This is an optimization exercise on Yosys and OpenROAD, whose aim is small area, a short achievable clock period and few clock cycles per item, not a production implementation.

==> module skx, before the edit <==
module skx (input wire a, input wire g, input wire s, output wire y);
    assign y = a ^ (g & s);
endmodule
==> module kw_unwrap, before the edit <==
module kw_unwrap (
    input  wire         clk,
    input  wire         rst,       
    input  wire         start,     
    input  wire [127:0] kek,       
    input  wire [191:0] wrapped,   
    output wire         busy,
    output wire         done,      
    output wire         ok,        
    output wire [127:0] key        
);
    localparam [63:0] KW_IV = 64'hA6A6A6A6A6A6A6A6;
    reg         busy_r;
    reg         done_r;
    reg         kexp;     
    reg         first;    
    reg         step12;   
    reg [3:0]   rnd;      
    reg [3:0]   t;        
    reg [127:0] st;       
    reg [63:0]  ro;       
    reg [127:0] rk;       
    reg [127:0] kl;       
    wire accept = start && !busy_r;
    genvar gb, gc, gr;
    wire last   = !kexp && (rnd == 4'd0);
    assign busy = busy_r;
    assign done = done_r;
    assign ok   = (st[127:64] == KW_IV);
    assign key  = {st[63:0], ro};
    wire [31:0]  w0 = rk[127:96];
    wire [31:0]  w1 = rk[95:64];
    wire [31:0]  w2 = rk[63:32];
    wire [31:0]  w3 = rk[31:0];
    wire [31:0]  v3 = w3 ^ w2;    
    wire [31:0]  v2 = w2 ^ w1;
    wire [31:0]  v1 = w1 ^ w0;
    wire [31:0]  rot = {v3[23:0], v3[31:24]};
    wire [31:0]  sw_out;
    generate
        for (gb = 0; gb < 4; gb = gb + 1) begin : g_sbox
            aes_sbox u_sbox (.a(rot[8*gb +: 8]), .y(sw_out[8*gb +: 8]));
        end
    endgenerate
    wire [9:0]   rd = {rnd == 4'd9, rnd == 4'd8, rnd == 4'd7, rnd == 4'd6, rnd == 4'd5,
                       rnd == 4'd4, rnd == 4'd3, rnd == 4'd2, rnd == 4'd1, rnd == 4'd0};
    wire [7:0]   rcon = {rd[7], rd[6], rd[5] | rd[9], rd[4] | rd[8] | rd[9],
                         rd[3] | rd[8], rd[2] | rd[9], rd[1] | rd[8] | rd[9], rd[0] | rd[8]};
    wire [31:0]  rc  = {rcon, 24'h000000};
    wire         fin = kexp && (rnd == 4'd9);    
    wire [31:0]  e0  = w0 ^ rc;
    wire [31:0]  n0;                              
    wire [127:0] key_step;                        
    wire [31:0]  e1  = v1 ^ (rc & {32{kexp}});
    wire [31:0]  e2  = v2 ^ (e0 & {32{kexp}});
    wire [31:0]  e3  = v3 ^ ((v2 ^ e0) & {32{fin}});
    generate
        for (gb = 0; gb < 32; gb = gb + 1) begin : g_kstep
            sx2 u_n0 (.a(e0[gb]), .b(sw_out[gb]), .y(n0[gb]));
            skx u_n1 (.a(e1[gb]), .g(kexp), .s(sw_out[gb]), .y(key_step[64 + gb]));
            skx u_n2 (.a(e2[gb]), .g(kexp), .s(sw_out[gb]), .y(key_step[32 + gb]));
            skx u_n3 (.a(e3[gb]), .g(fin),  .s(sw_out[gb]), .y(key_step[gb]));
        end
    endgenerate
    assign key_step[127:96] = n0;
    wire [127:0] key_prev = {n0, v1, v2, v3};
    wire [127:0] blk = (step12 ? {kl[127:64] ^ 64'd12, kl[63:0]}
                               : {st[127:64] ^ {60'd0, t}, ro}) ^ rk;
    wire [127:0] imc;
    generate
        for (gc = 0; gc < 4; gc = gc + 1) begin : g_imc
            aes_inv_mixcol u_imc (.c(st[32*gc +: 32]), .y(imc[32*gc +: 32]));
        end
    endgenerate
    wire [127:0] x = first ? blk : imc;
    wire [127:0] isr;
    generate
        for (gc = 0; gc < 4; gc = gc + 1) begin : g_col
            for (gr = 0; gr < 4; gr = gr + 1) begin : g_row
                assign isr[127 - 8*(gr + 4*((gc + gr) % 4)) -: 8] =
                       x[127 - 8*(gr + 4*gc) -: 8];
            end
        end
    endgenerate
    wire [127:0] isb;
    generate
        for (gb = 0; gb < 16; gb = gb + 1) begin : g_isbox
            aes_inv_sbox u_isbox (.a(isr[8*gb +: 8]), .y(isb[8*gb +: 8]));
        end
    endgenerate
    wire [127:0] ark = isb ^ key_prev;
    always @(posedge clk) begin
        if (rst) begin
            busy_r <= 1'b0;
            done_r <= 1'b0;
            kexp   <= 1'b0;
            first  <= 1'b0;
            step12 <= 1'b0;
        end else begin
            done_r <= 1'b0;
            if (accept) begin
                busy_r <= 1'b1;
                kexp   <= 1'b1;
                first  <= 1'b0;
                step12 <= 1'b1;
                rnd    <= 4'd0;
                t      <= 4'd12;
            end else if (busy_r) begin
                if (kexp) begin
                    if (rnd == 4'd9) begin
                        kexp  <= 1'b0;
                        first <= 1'b1;
                    end else begin
                        rnd <= rnd + 4'd1;
                    end
                end else begin
                    first <= (rnd == 4'd0) && (t != 4'd1);
                    if (rnd == 4'd0) begin
                        rnd    <= 4'd9;
                        t      <= t - 4'd1;
                        step12 <= 1'b0;
                        if (t == 4'd1) begin
                            busy_r <= 1'b0;
                            done_r <= 1'b1;
                        end
                    end else begin
                        rnd <= rnd - 4'd1;
                    end
                end
            end
        end
    end
    always @(posedge clk) begin
        if (accept)
            rk <= {kek[127:32], kek[63:32] ^ kek[31:0]};
        else if (last)
            rk <= kl;
        else
            rk <= key_step;
    end
    always @(posedge clk) begin
        if (accept)
            kl <= {wrapped[191:128], wrapped[63:0]};
        else if (first && step12)
            kl <= rk;
    end
    always @(posedge clk) begin
        st <= ark;
        if (accept)
            ro <= wrapped[127:64];
        else if (first && !step12)
            ro <= st[63:0];
    end
endmodule
Settings: LEC_CHECK=0, CAP_MARGIN=20, CORE_MARGIN=2, CORE_UTILIZATION=25, SETUP_SLACK_MARGIN=1.5, SLEW_MARGIN=20, SYNTH_HIERARCHICAL=1; clock period 8.0 ns.
standard.sh (not shown) runs the stock make flow with config.mk's settings and CLKGATE_MAP_FILE= SYNTH_SCRIPT=/design/flow/synth_recipe.tcl, a recipe that flattens the netlist after the stock synthesis.
==> flow/flow/run.sh <==
#!/bin/bash
# The standard layout (the standard.sh: ORFS synthesis to finish), with
# two changes in how it is made:
#  - the port buffers that global placement inserts on every input and
#    output are the smallest buffer (buf_1) instead of clkdlybuf4s50_1;
#  - clock tree synthesis inserts no dummy loads.
# ORFS writes each step's full log under orfs/logs/; make's own output goes
# to flow.log here.
set -euo pipefail
export BUFFER_PORTS_ARGS="-buffer_cell sky130_fd_sc_hd__buf_1"
export CTS_ARGS="-sink_clustering_enable -repair_clock_nets -dont_use_dummy_load"
bash standard.sh finish > flow.log 2>&1
Next try:
--- a/flow/design.v
+++ b/flow/design.v
@@ -131,15 +131,12 @@
 module snand2 (input wire a, input wire b, output wire y);
     assign y = ~(a & b);
 endmodule
 module snor2 (input wire a, input wire b, output wire y);
     assign y = ~(a | b);
 endmodule
-module skx (input wire a, input wire g, input wire s, output wire y);
-    assign y = a ^ (g & s);
-endmodule
 module gf16_inv_0000_000000000 (
     input  wire [3:0] d,
     output wire [8:0] m
 );
     assign m[0] = (d[0] & d[1]) | (d[1] & ~d[3]) | (d[0] & ~d[2] & d[3]) | (d[0] & d[2] & ~d[3]);
     assign m[1] = (d[1] & d[2]) | (~d[0] & d[1]) | (d[0] & d[2] & d[3]) | (d[0] & ~d[1] & ~d[2] & ~d[3]);
@@ -522,13 +519,12 @@
 );
     localparam [63:0] KW_IV = 64'hA6A6A6A6A6A6A6A6;
     reg         busy_r;
     reg         done_r;
     reg         kexp;     
     reg         first;    
-    reg         step12;   
     reg [3:0]   rnd;      
     reg [3:0]   t;        
     reg [127:0] st;       
     reg [63:0]  ro;       
     reg [127:0] rk;       
     reg [127:0] kl;       
@@ -554,30 +550,20 @@
         end
     endgenerate
     wire [9:0]   rd = {rnd == 4'd9, rnd == 4'd8, rnd == 4'd7, rnd == 4'd6, rnd == 4'd5,
                        rnd == 4'd4, rnd == 4'd3, rnd == 4'd2, rnd == 4'd1, rnd == 4'd0};
     wire [7:0]   rcon = {rd[7], rd[6], rd[5] | rd[9], rd[4] | rd[8] | rd[9],
                          rd[3] | rd[8], rd[2] | rd[9], rd[1] | rd[8] | rd[9], rd[0] | rd[8]};
-    wire [31:0]  rc  = {rcon, 24'h000000};
+    wire [31:0]  temp = sw_out ^ {rcon, 24'h000000};
+    wire [31:0]  n0 = w0 ^ temp;
     wire         fin = kexp && (rnd == 4'd9);    
-    wire [31:0]  e0  = w0 ^ rc;
-    wire [31:0]  n0;                              
-    wire [127:0] key_step;                        
-    wire [31:0]  e1  = v1 ^ (rc & {32{kexp}});
-    wire [31:0]  e2  = v2 ^ (e0 & {32{kexp}});
-    wire [31:0]  e3  = v3 ^ ((v2 ^ e0) & {32{fin}});
-    generate
-        for (gb = 0; gb < 32; gb = gb + 1) begin : g_kstep
-            sx2 u_n0 (.a(e0[gb]), .b(sw_out[gb]), .y(n0[gb]));
-            skx u_n1 (.a(e1[gb]), .g(kexp), .s(sw_out[gb]), .y(key_step[64 + gb]));
-            skx u_n2 (.a(e2[gb]), .g(kexp), .s(sw_out[gb]), .y(key_step[32 + gb]));
-            skx u_n3 (.a(e3[gb]), .g(fin),  .s(sw_out[gb]), .y(key_step[gb]));
-        end
-    endgenerate
-    assign key_step[127:96] = n0;
+    wire [31:0]  n2 = v2 ^ n0;
+    wire [127:0] key_step = {n0, v1 ^ (temp & {32{kexp}}), v2 ^ (n0 & {32{kexp}}),
+                             v3 ^ (n2 & {32{fin}})};
     wire [127:0] key_prev = {n0, v1, v2, v3};
+    wire         step12 = (t == 4'd12);
     wire [127:0] blk = (step12 ? {kl[127:64] ^ 64'd12, kl[63:0]}
                                : {st[127:64] ^ {60'd0, t}, ro}) ^ rk;
     wire [127:0] imc;
     generate
         for (gc = 0; gc < 4; gc = gc + 1) begin : g_imc
             aes_inv_mixcol u_imc (.c(st[32*gc +: 32]), .y(imc[32*gc +: 32]));
@@ -603,20 +589,18 @@
     always @(posedge clk) begin
         if (rst) begin
             busy_r <= 1'b0;
             done_r <= 1'b0;
             kexp   <= 1'b0;
             first  <= 1'b0;
-            step12 <= 1'b0;
         end else begin
             done_r <= 1'b0;
             if (accept) begin
                 busy_r <= 1'b1;
                 kexp   <= 1'b1;
                 first  <= 1'b0;
-                step12 <= 1'b1;
                 rnd    <= 4'd0;
                 t      <= 4'd12;
             end else if (busy_r) begin
                 if (kexp) begin
                     if (rnd == 4'd9) begin
                         kexp  <= 1'b0;
@@ -624,15 +608,14 @@
                     end else begin
                         rnd <= rnd + 4'd1;
                     end
                 end else begin
                     first <= (rnd == 4'd0) && (t != 4'd1);
                     if (rnd == 4'd0) begin
-                        rnd    <= 4'd9;
-                        t      <= t - 4'd1;
-                        step12 <= 1'b0;
+                        rnd <= 4'd9;
+                        t   <= t - 4'd1;
                         if (t == 4'd1) begin
                             busy_r <= 1'b0;
                             done_r <= 1'b1;
                         end
                     end else begin
                         rnd <= rnd - 4'd1;
The new run passed the timing, DRC and antenna checks.
Clock-buffer cell count rises by 3.
Routed wire length rose by 6.7%.
Worst hold slack improves by 34 ps.
Global-route usage grows by 1.4 points.
Final area is higher by 0.78%.
Worst setup slack is worse by 22 ps.
Maximum frequency goes down by 0.35%.
Critical path depth is lower by 1.
Die area fell by 0.72%.
Function was not checked in any run of this note: the RTL went through the layout flow alone.

## afterwards: timing with drivers on the ports
The flow's constraints put no driver on any port. The routed layouts listed below were extracted and timed again, unchanged, in two steps.
Step 1: set_driving_cell puts a clkbuf_16 on clk and a buf_2 on each other input, an assumption about the parent block.
Step 2 times the ports against the registers' clock, not the clock port: input delays grow and output delays shrink by t, the midpoint of the rising clock arrivals with the driver on.
a / b / c = no drivers / after step 1 / after step 2; a / b = the first two.
run | t (ns) | slack for setup (ns) | slew at the worst register clock pin (ns) | worst data-port slew with drivers (ns)
the first run | 0.769 | 1.696 / 1.696 / 1.696 | 0.07 / 0.07 | 0.28
the second run | 0.752 | 1.674 / 1.674 / 1.674 | 0.07 / 0.07 | 0.13
After both steps every run listed still meets setup and hold.
